This is an optimization exercise on Yosys and OpenROAD, whose aim is small area, not a production implementation.
Function was checked by simulation only, so behaviour that the tests miss may differ from the original.
Power and IR drop assume default switching activity.

## config.mk

```make
export PLATFORM = sky130hd
export DESIGN_NAME = ho_unc
export DESIGN_NICKNAME = ho_unc
export VERILOG_FILES = /design/flow/design.v
export SDC_FILE = /design/flow/constraint.sdc
export NUM_CORES = 4
export LEC_CHECK = 0
export ABC_AREA = 1
export CAP_MARGIN = 20
export CORE_MARGIN = 2
export CORE_UTILIZATION = 50
export SLEW_MARGIN = 20
```

## constraint.sdc

```tcl
create_clock -name core_clock -period 20.0 [get_ports {clk}]
set_input_delay 4.0000 -clock core_clock [delete_from_list [all_inputs] [get_ports {clk}]]
set_output_delay 4.0000 -clock core_clock [all_outputs]
set_load 0.01 [all_outputs]
```

## design.v

```verilog
module ho_unc (
    input  wire        clk,
    input  wire        rst,         
    input  wire        start,
    input  wire [31:0] in_u0,       
    input  wire [31:0] in_tau,      
    input  wire [15:0] in_f0,       
    input  wire [15:0] in_aging,    
    input  wire [15:0] in_k,        
    input  wire [16:0] in_dtemp,    
    output wire        busy,
    output wire        done,
    output wire [31:0] unc          
);
    localparam [39:0] DC1 = 40'h585ca7e000;    
    localparam [2:0] P_IDLE = 3'd0, P_Y = 3'd1, P_X = 3'd2, P_XH = 3'd3,
                     P_AH = 3'd4, P_A = 3'd5, P_FIN = 3'd6, P_SAT = 3'd7;
    reg [2:0] ph;
    reg [5:0] c;       
    reg [5:0] idx;     
    wire idle = (ph == P_IDLE);
    wire isY  = (ph == P_Y);
    wire isX  = (ph == P_X);
    wire isXH = (ph == P_XH);
    wire isAH = (ph == P_AH);
    wire isA  = (ph == P_A);
    wire isF  = (ph == P_FIN);
    wire isS  = (ph == P_SAT);
    wire c0   = (c == 6'd0);
    wire last = (c == 6'd39);
    wire imatch = (c == idx);
    wire firstY = isY  & (idx[3:0] == 4'd15);
    wire firstX = isX  & idx[4];
    wire firstA = isAH & idx[3] & idx[0];
    reg [39:0] ra, rb, rc, re;
    reg [1:0]  kx;     
    reg mbit, mnext;
    wire xa   = isX | isAH;
    wire ktap = (idx[3] & idx[2] & idx[1]) ? kx[idx[0]] : (idx[3] ? re[7] : rc[7]);
    wire mtap = isY ? ktap : isXH ? re[0] :
                (xa & (idx >= 6'd9)) ? rb[16] :
                (xa & (idx != 6'd0)) ? ra[8] : rc[0];
    wire tau_s = rb[39] & ~c[5];                                    
    wire dt_s  = rc[5]  & (c >= 6'd6) & (c < 6'd23);
    wire f0_s  = rc[28] & (c >= 6'd6) & (c < 6'd22);
    wire y_s   = re[33] & (c < 6'd34);                              
    wire [3:0] il = idx[3:0];
    wire e_j   = (il == 4'd2) | (il == 4'd5) | (il == 4'd6);              
    wire c_j   = idx[4] | (il == 4'd6) | (il == 4'd8) | (il == 4'd11) |
                 (il == 4'd12);                                           
    reg  [1:0] sreg;   
    reg  d1, cy1, cy2, dcd;
    wire bit0 = isY ? (c == 6'd6) : c0;
    wire acc_out = isX ? rc[39] : re[39];
    wire dbl = (bit0 | firstY | firstX | firstA) ? 1'b0 : d1;
    wire a1  = mbit & ~firstX & (isY ? dt_s : tau_s);
    wire dc1 = DC1[c];
    wire dcb = (sreg[0] & dc1) | (sreg[1] & dcd);
    wire a2  = isY ? (e_j & f0_s) : (isX ? (c_j & y_s) : dcb);
    wire ci1 = ~bit0 & cy1;
    wire ci2 = ~bit0 & cy2;
    wire s1  = dbl ^ a1 ^ ci1;
    wire co1 = (dbl & a1) | (dbl & ci1) | (a1 & ci1);
    wire sm  = s1 ^ a2 ^ ci2;
    wire co2 = (s1 & a2) | (s1 & ci2) | (a2 & ci2);
    wire [2:0] rt = {sm, re[0], re[1]};
    wire [1:0] s_sel = (rt >= 3'd6) ? 2'd2 : ((rt >= 3'd3) ? 2'd1 : 2'd0);
    reg  nz, gt;
    reg  d2, cyh;
    wire hwr  = (isX | isXH) & ((c < 6'd6) | ((c < 6'd10) & (isXH | (idx < 6'd6))));
    wire hold = isX & (idx >= 6'd5) & (c >= 6'd7);    
    wire ha = firstX ? 1'b0 : (c0 ? d1  : (d2 & ~hold));
    wire hb = firstX ? 1'b0 : (c0 ? cy1 : 1'b0);
    wire hc = firstX ? 1'b0 : (c0 ? cy2 : cyh);
    wire hs  = ha ^ hb ^ hc;
    wire hco = (ha & hb) | (ha & hc) | (hb & hc);
    reg  cyu, pend, sticky;
    wire uact = (isA | isF) & ~c[5];           
    wire hit  = imatch & (isA | isF);
    wire inj  = isF ? (c0 & nz & ~gt) | pend : (hit & sreg[0]) | pend;
    wire cui  = ~c0 & cyu;
    wire us   = ra[39] ^ inj ^ cui;
    wire uco  = (ra[39] & inj) | (ra[39] & cui) | (inj & cui);
    wire ra_in = uact ? us :
                 (isS & sticky & ~c[5]) ? 1'b1 :
                 (isXH & c[5]) ? re[31] : ra[39];           
    wire rb_in = (isXH & ((c == 6'd32) | (c == 6'd33))) ? re[23] : rb[39];   
    wire rc_in = isX ? sm : rc[39];
    wire re_in = isY ? ((c >= 6'd6) ? sm : re[39]) :
                 (isAH | isA) ? sm :
                 hwr ? hs : re[39];
    wire [39:0] ra_sh = {ra[38:0], ra_in};
    wire [39:0] rb_sh = {rb[38:0], rb_in};
    wire [39:0] rc_sh = {rc[38:0], rc_in};
    wire [39:0] re_sh = {re[38:0], re_in};
    reg ld, sh;
    wire [39:0] ra_ld, rb_ld, rc_ld, re_ld;
    wire [39:0] re_m;                          
    genvar q;
    generate
        for (q = 0; q < 40; q = q + 1) begin : g_ld
            if (q < 32) begin : g_ab
                assign ra_ld[39-q] = in_u0[q];
                assign rb_ld[39-q] = in_tau[q];
            end else begin : g_ag
                assign ra_ld[39-q] = in_aging[q-32];
                assign rb_ld[39-q] = in_aging[q-24];
            end
            if (q < 17) begin : g_dt
                assign rc_ld[39-q] = in_dtemp[q];
            end else if (q < 33) begin : g_f
                assign rc_ld[39-q] = in_f0[q-17];
            end else begin : g_kl
                assign rc_ld[39-q] = in_k[q-33];
            end
            if (q < 6) begin : g_km
                assign re_ld[39-q] = in_k[q+7];
                assign re_m[39-q]  = 1'b1;
            end else begin : g_y
                assign re_ld[39-q] = 1'b0;
                assign re_m[39-q]  = 1'b0;
            end
        end
    endgenerate
    always @(posedge clk) begin
        ra <= (ra_ld & {40{ld}}) | (ra_sh & {40{sh}});
        rb <= (rb_ld & {40{ld}}) | (rb_sh & {40{sh}});
        rc <= (rc_ld & {40{ld}}) | (rc_sh & {40{sh}});
        re <= (re_ld & {40{ld}} & re_m) | (re_sh & ({40{sh}} | ~re_m));
        kx <= (in_k[14:13] & {2{ld}}) | (kx & {2{sh}});
    end
    always @(posedge clk) begin
        d1   <= acc_out;
        cy1  <= co1;
        cy2  <= co2;
        dcd  <= dc1;
        d2   <= re[39];
        cyh  <= hco;
        cyu  <= uco;
        pend <= isF ? (c0 & gt) : (hit & sreg[1] & (idx < 6'd31));
        nz   <= (~c0 & nz) | sm;
        gt   <= (sm ^ dc1 ^ (c > 6'd13)) ? sm : (~c0 & gt);    
        if (last) begin
            if (isXH)
                sreg <= 2'd0;
            else
                sreg <= s_sel;
        end
        if (idle) begin
            mbit   <= in_k[15];
            sticky <= 1'b0;
        end else begin
            if (last)
                mbit <= imatch ? mtap : mnext;
            else if (imatch)
                mnext <= mtap;
            if ((isAH | isA) & c0)
                sticky <= sticky | ((isAH | idx[5]) & (sreg != 2'd0)) |
                          ((idx == 6'd31) & sreg[1]);
            else if (uact & (c == 6'd31))
                sticky <= sticky | uco;
        end
    end
    always @(posedge clk) begin
        if (rst) begin
            ph <= P_IDLE;
            c  <= 6'd0;
            ld <= 1'b1;
            sh <= 1'b0;
        end else if (idle) begin
            c  <= 6'd0;
            ld <= ~start;
            sh <= start;
            if (start) begin
                ph  <= P_Y;
                idx <= 6'd15;
            end
        end else begin
            c  <= last ? 6'd0 : c + 6'd1;
            ld <= last & isS;
            sh <= ~(last & isS);
            if (last) begin
                case (ph)
                    P_Y:   if (idx == 6'd0) begin ph <= P_X; idx <= 6'd16; end
                           else idx <= idx - 6'd1;
                    P_X:   if (idx == 6'd0) begin ph <= P_XH; idx <= 6'd10; end
                           else idx <= idx - 6'd1;
                    P_XH:  begin ph <= P_AH; idx <= 6'd9; end
                    P_AH:  if (idx == 6'd0) begin ph <= P_A; idx <= 6'd39; end
                           else idx <= idx - 6'd1;
                    P_A:   if (idx == 6'd0) ph <= P_FIN;
                           else idx <= idx - 6'd1;
                    P_FIN: ph <= P_SAT;
                    default: ph <= P_IDLE;
                endcase
            end
        end
    end
    assign busy = ~idle;
    assign done = isS & last;
    genvar g;
    generate
        for (g = 0; g < 32; g = g + 1) begin : g_unc
            assign unc[g] = ra[38-g];
        end
    endgenerate
endmodule
```

## flow/run.sh

```bash
#!/bin/bash
# The standard ORFS layout (standard.sh), with three choices changed:
#  - synthesis: the standard flow's own synthesis script, except that ABC's technology
#    mapping runs flow/area.abc (a stronger area-recovery script) instead of
#    ORFS's abc_area.script; registers are mapped as before (dfflibmap runs
#    ahead of ABC and ABC sees only the combinational logic)
#  - every port still gets a buffer, but the smallest one (buf_1)
#  - the clock tree is built from clkbuf_8 in small clusters, without
#    dummy loads
# make's full output goes to make_finish.log; ORFS keeps each step's log
# under orfs/logs.
set -euo pipefail
here=$(pwd)
{
  head -n 1 synth_recipe.tcl
  cat <<TCL
proc abc {args} {
  set i [lsearch -exact \$args -script]
  if {\$i >= 0 && [string match *abc_area.script [lindex \$args [expr {\$i + 1}]]]} {
    lset args [expr {\$i + 1}] $here/flow/area.abc
  }
  yosys abc {*}\$args
}
TCL
  tail -n +2 synth_recipe.tcl
} > own_synth.tcl
sed "s#SYNTH_SCRIPT=[^ ]*synth_recipe.tcl#SYNTH_SCRIPT=$here/own_synth.tcl#" standard.sh > own_standard.sh
grep -q own_synth.tcl own_standard.sh
export BUFFER_PORTS_ARGS="-buffer_cell sky130_fd_sc_hd__buf_1"
export CTS_ARGS="-sink_clustering_enable -sink_clustering_size 12 -sink_clustering_max_diameter 30 -dont_use_dummy_load -buf_list {sky130_fd_sc_hd__clkbuf_4 sky130_fd_sc_hd__clkbuf_8} -root_buf sky130_fd_sc_hd__clkbuf_8"
bash own_standard.sh > make_finish.log 2>&1
```

## flow/area.abc

```
strash
&get -n
&deepsyn -T 30
&put
dch -f
amap -m
mfs2
strash
dch -f
amap -m
topo
stime -c
dnsize -c
```

## standard.sh

```bash
#!/bin/bash
# synth_recipe.tcl (not shown) runs the flow's synth.tcl, then flattens the netlist and writes it again
# the make line also repeats each setting of config.mk as NAME=value (left out here)
make -C /OpenROAD-flow-scripts/flow DESIGN_CONFIG=/design/flow/config.mk WORK_HOME=/design/flow/orfs CLKGATE_MAP_FILE= SYNTH_SCRIPT=/design/flow/synth_recipe.tcl "${@:-finish}"
```

==> impl_metrics.json <==
{
  "critical_path.cell_chain": "ha_1 -> nand2_1 -> clkinv_1 -> nand3_1 -> nor2_1 -> nand2_1 -> nor2_1 -> buf_1",
  "finalClockSkew_ns": 0.0251,
  "timing_worst_setup_path_type": "reg -> out",
  "dr.first_iter.drc_count": 323,
  "tritoncts": "done",
  "maxSlewHeadroom_pct": 35.0,
  "setup-violations-final": 0,
  "tritoncts_sink_count": 194,
  "grt_max_degree": 101,
  "clk_pin_slew_worst_paths_ns": 0.08,
  "dpl.hpwl_um": 11400,
  "layout_area_growth_over_synthesis_pct": 12.9,
  "final_layout_size_suffix_gt1_share_pct": 3.04,
  "rsz0062_at_grt": "false",
  "syn-num-nets": 752,
  "number_of_pins_exceeding_their_max_slew_limit_in_the_final_report": 0,
  "hold_violations": 0,
  "gp_routability_congestion": 0.893,
  "globalRoute.totalOverflow": 0,
  "post_cts_hold_buffer_count": 0,
  "setup_tns_ns": 0,
  "die_area_sq_um": 14500,
  "synth.area.top_cells": "sky130_fd_sc_hd__dfxtp_1 55%, sky130_fd_sc_hd__a22o_1 16%, sky130_fd_sc_hd__edfxtp_1 4.4%, sky130_fd_sc_hd__buf_4 3.6%, sky130_fd_sc_hd__nor2_1 3.2%",
  "drv_cap": 0,
  "worst-endpoint-arrival_ns": 2.17,
  "synth_largest_area_cell": "sky130_fd_sc_hd__dfxtp_1",
  "post-cts-setup-buffer-count": 0,
  "finalWorstPathRequiredPeriod_ns": 6.17,
  "floorplan.initialDensity_pct": 51.0,
  "synth_edf_count": 10,
  "place.port_buffers": 165,
  "worst_setup_path_end_kind": "output pin",
  "cts_htree_levels": 4,
  "detail_route.wirelength_um": 15900,
  "floorplan.die.width_um": 120,
  "drt_pass1_iterations": 5,
  "layout.cells.most_common_list": "182 x sky130_fd_sc_hd__dfxtp_1, 165 x sky130_fd_sc_hd__buf_1, 126 x sky130_fd_sc_hd__a22o_1",
  "post_drt_wl_per_cell_um": 17.0,
  "critical-path-max-stage-delay_ns": 0.46,
  "nets": 908,
  "dr_total_vias": 5109,
  "antenna-diode-count": 0,
  "cts-resized-gates": 0,
  "yosysTopAreaCellShare_pct": 54.5,
  "post_synth_inst_count": 602,
  "worstMarginPinSlew_ns": 0.974,
  "data_required_critical_path_ns": 16.00,
  "power_per_cell_area_nw_per_um2": 94.1,
  "leading_cell_type_in_the_layout_fill_and_taps_excluded": "sky130_fd_sc_hd__dfxtp_1",
  "achievable_clock_frequency_ghz": 0.162,
  "seq_total_area_yosys_pct": 59.0,
  "final_antenna_net_count": 0,
  "cts.root.buffer_cell": "sky130_fd_sc_hd__clkbuf_8",
  "grt_first_pass_wirelength_um": 24900,
  "total_power_w": 0.000718,
  "fillCellCount": 1220,
  "clk_latency_ns": 0.45,
  "grt_pass1_vias": 4977,
  "cp_max_fo": 7,
  "drt-vias-per-instance": 5.48,
  "critical_path_s_top_delay_family": "simple AND/OR/NAND/NOR gates",
  "count_of_unresolved_drc_violations_after_routing": 0,
  "grt_antenna_before_repair": 0,
  "number_of_clock_buffers_inserted_by_tritoncts": 17,
  "row_count": 42,
  "ys.flop_type": "sky130_fd_sc_hd__dfxtp_1",
  "cp-start-kind": "register",
  "crit_slowest_cell": "sky130_fd_sc_hd__dfxtp_1",
  "post_synth.cell_area_avg_sq_um": 11.2,
  "core_area_sq_um": 13200,
  "vdd_drop_max_v": 0.0000548,
  "pin_count": 166,
  "ctsLongestPathBuffers": 2,
  "cellLeakagePower_nw": 2.92,
  "die_h_um": 120,
  "ys.warnings.count": 1,
  "run_status": "no timing/DRC/antenna violations",
  "postSynthRegisterBits": 194,
  "synth-async-reset-ratio_pct": 0,
  "all_layer_global_routing_usage_pct": 22.2,
  "timing.hold.worst.class": "reg -> reg",
  "number_of_buffer_and_inverter_instances_along_the_worst_setup_path": 2,
  "netlist-cell-type-count": 41,
  "syn-cell-area_sq_um": 6760,
  "post-route-period-util_pct": 30.9
}
worst register-to-register path, stage by stage, from the launching register on:
cell and delay (ns):
sky130_fd_sc_hd__dfxtp_1 0.43, sky130_fd_sc_hd__clkinv_1 0.16, sky130_fd_sc_hd__nor2_1 0.35, sky130_fd_sc_hd__clkinv_1 0.19
sky130_fd_sc_hd__nor2_1 0.46, sky130_fd_sc_hd__clkinv_1 0.22, sky130_fd_sc_hd__nor2_1 0.23, sky130_fd_sc_hd__nand3_1 0.10
sky130_fd_sc_hd__o21ai_0 0.19, sky130_fd_sc_hd__nor3_1 0.14, sky130_fd_sc_hd__fa_1 0.52, sky130_fd_sc_hd__fa_1 0.70
sky130_fd_sc_hd__clkinv_1 0.15, sky130_fd_sc_hd__a221oi_1 0.26
layer usage:
layer / vias up / global-route usage [%] / share of wire, %
li1: 2507 / - / -
met1: 2405 / 30.1 / 46
met2: 174 / 33.4 / 45
met3: 23 / 7.08 / 7.7
met4: 0 / 7.92 / 1.6
met5: - / 0 / 0
through the flow:
stage               std cells  hold slack [ns]  setup WS, ns  cell area, sq um  util (%)
finish                    932            0.309         13.83              7630      57.6
global route              932            0.312         13.68              7630      57.6
CTS                       932            0.315         13.81              7630      57.6
detailed placement        915            0.314         14.30              7390      55.8
global placement          915            0.311         14.39              7390      55.8
floorplan                 602            0.310         14.28              6760         -
where the power goes:
part | total [W] | internal, W | switching (W)
sequential | 0.000453 | 0.000433 | 0.0000206
clock | 0.000190 | 0.0000754 | 0.000115
combinational | 0.0000746 | 0.0000368 | 0.0000378
total | 0.000718 | 0.000545 | 0.000173
sequential cells by signal, summed over array words and instances, names as in the netlist, 2 cells and up:
| register | count |
|---|---|
| sreg | 2 |
| kx | 2 |
| rb | 40 |
| idx | 6 |
| re | 40 |
| ph | 3 |
| rc | 40 |
| ra | 40 |
| c | 6 |
logic make-up (layout without fill, tap and decap cells):
| kind of cell | Yosys count | in the layout | share of synthesized area (%) |
|---|---|---|---|
| mux | 1 | 1 | 0.148 |
| fa+ha+maj | 18 | 18 | 3.78 |
| compound gates | 202 | 202 | 24.0 |
| buf+inv | 77 | 231 | 6.06 |
| flops | 194 | 194 | 59.0 |
| simple gates | 110 | 110 | 7.00 |
Yosys cell counts, drive strengths merged (3+ instances only):
cell    instances
dfxtp         184
a221oi          3
o22ai           9
a22o          126
nand2          22
nor2b           6
o32ai           3
edfxtp         10
buf            32
o21ai          19
nor3           10
nor4            3
ha             14
clkinv         45
a21oi          10
nand3           8
a31oi           6
nor2           57
fa              4
path summary, 6_finish.rpt:
kind           from       to  slack (ns)  cells past startpoint
min reg2reg  re[32]   re[33]        0.31                      0
min          re[32]   re[33]        0.31                      0
max reg2reg   ph[0]  sreg[0]       15.71                     13
max            c[0]     done       13.83                      8
area by class of cell:
| type | instances | area (sq um) | area share, % |
|---|---|---|---|
| flip-flops and latches | 194 | 3990 | 52.3 |
| clock buffers | 17 | 234 | 3.07 |
| repair buffers | 169 | 649 | 8.52 |
| well taps | 176 | 220 | 2.89 |
| multi-input cells | 331 | 2360 | 31.0 |
| inverters | 45 | 169 | 2.21 |

-- port drivers added, routing unchanged --
No port has a modelled driver above. Below, the same layout with a new extraction and two added sets of constraints.
Step 1: set_driving_cell puts a clkbuf_16 on clk and a buf_2 on each other input, an assumption about the parent block.
Step 2 times the ports against the registers' clock, not the clock port: input delays grow and output delays shrink by t, the midpoint of the rising clock arrivals with the driver on.
a / b / c = ideal / step 1 / step 2; a / b = the first two.
shift t [ns]: 0.484
slack for setup (ns): 13.826 / 13.787 / 14.270
worst setup path at the end: register to output
latest minus earliest clock arrival (ns): 0.037 / 0.037
pins driven straight from the clock port: 1
After both steps setup and hold are still met in this run. For this run, drivers alone change the setup slack by -0.039 ns; drivers and shift together by +0.444 ns.
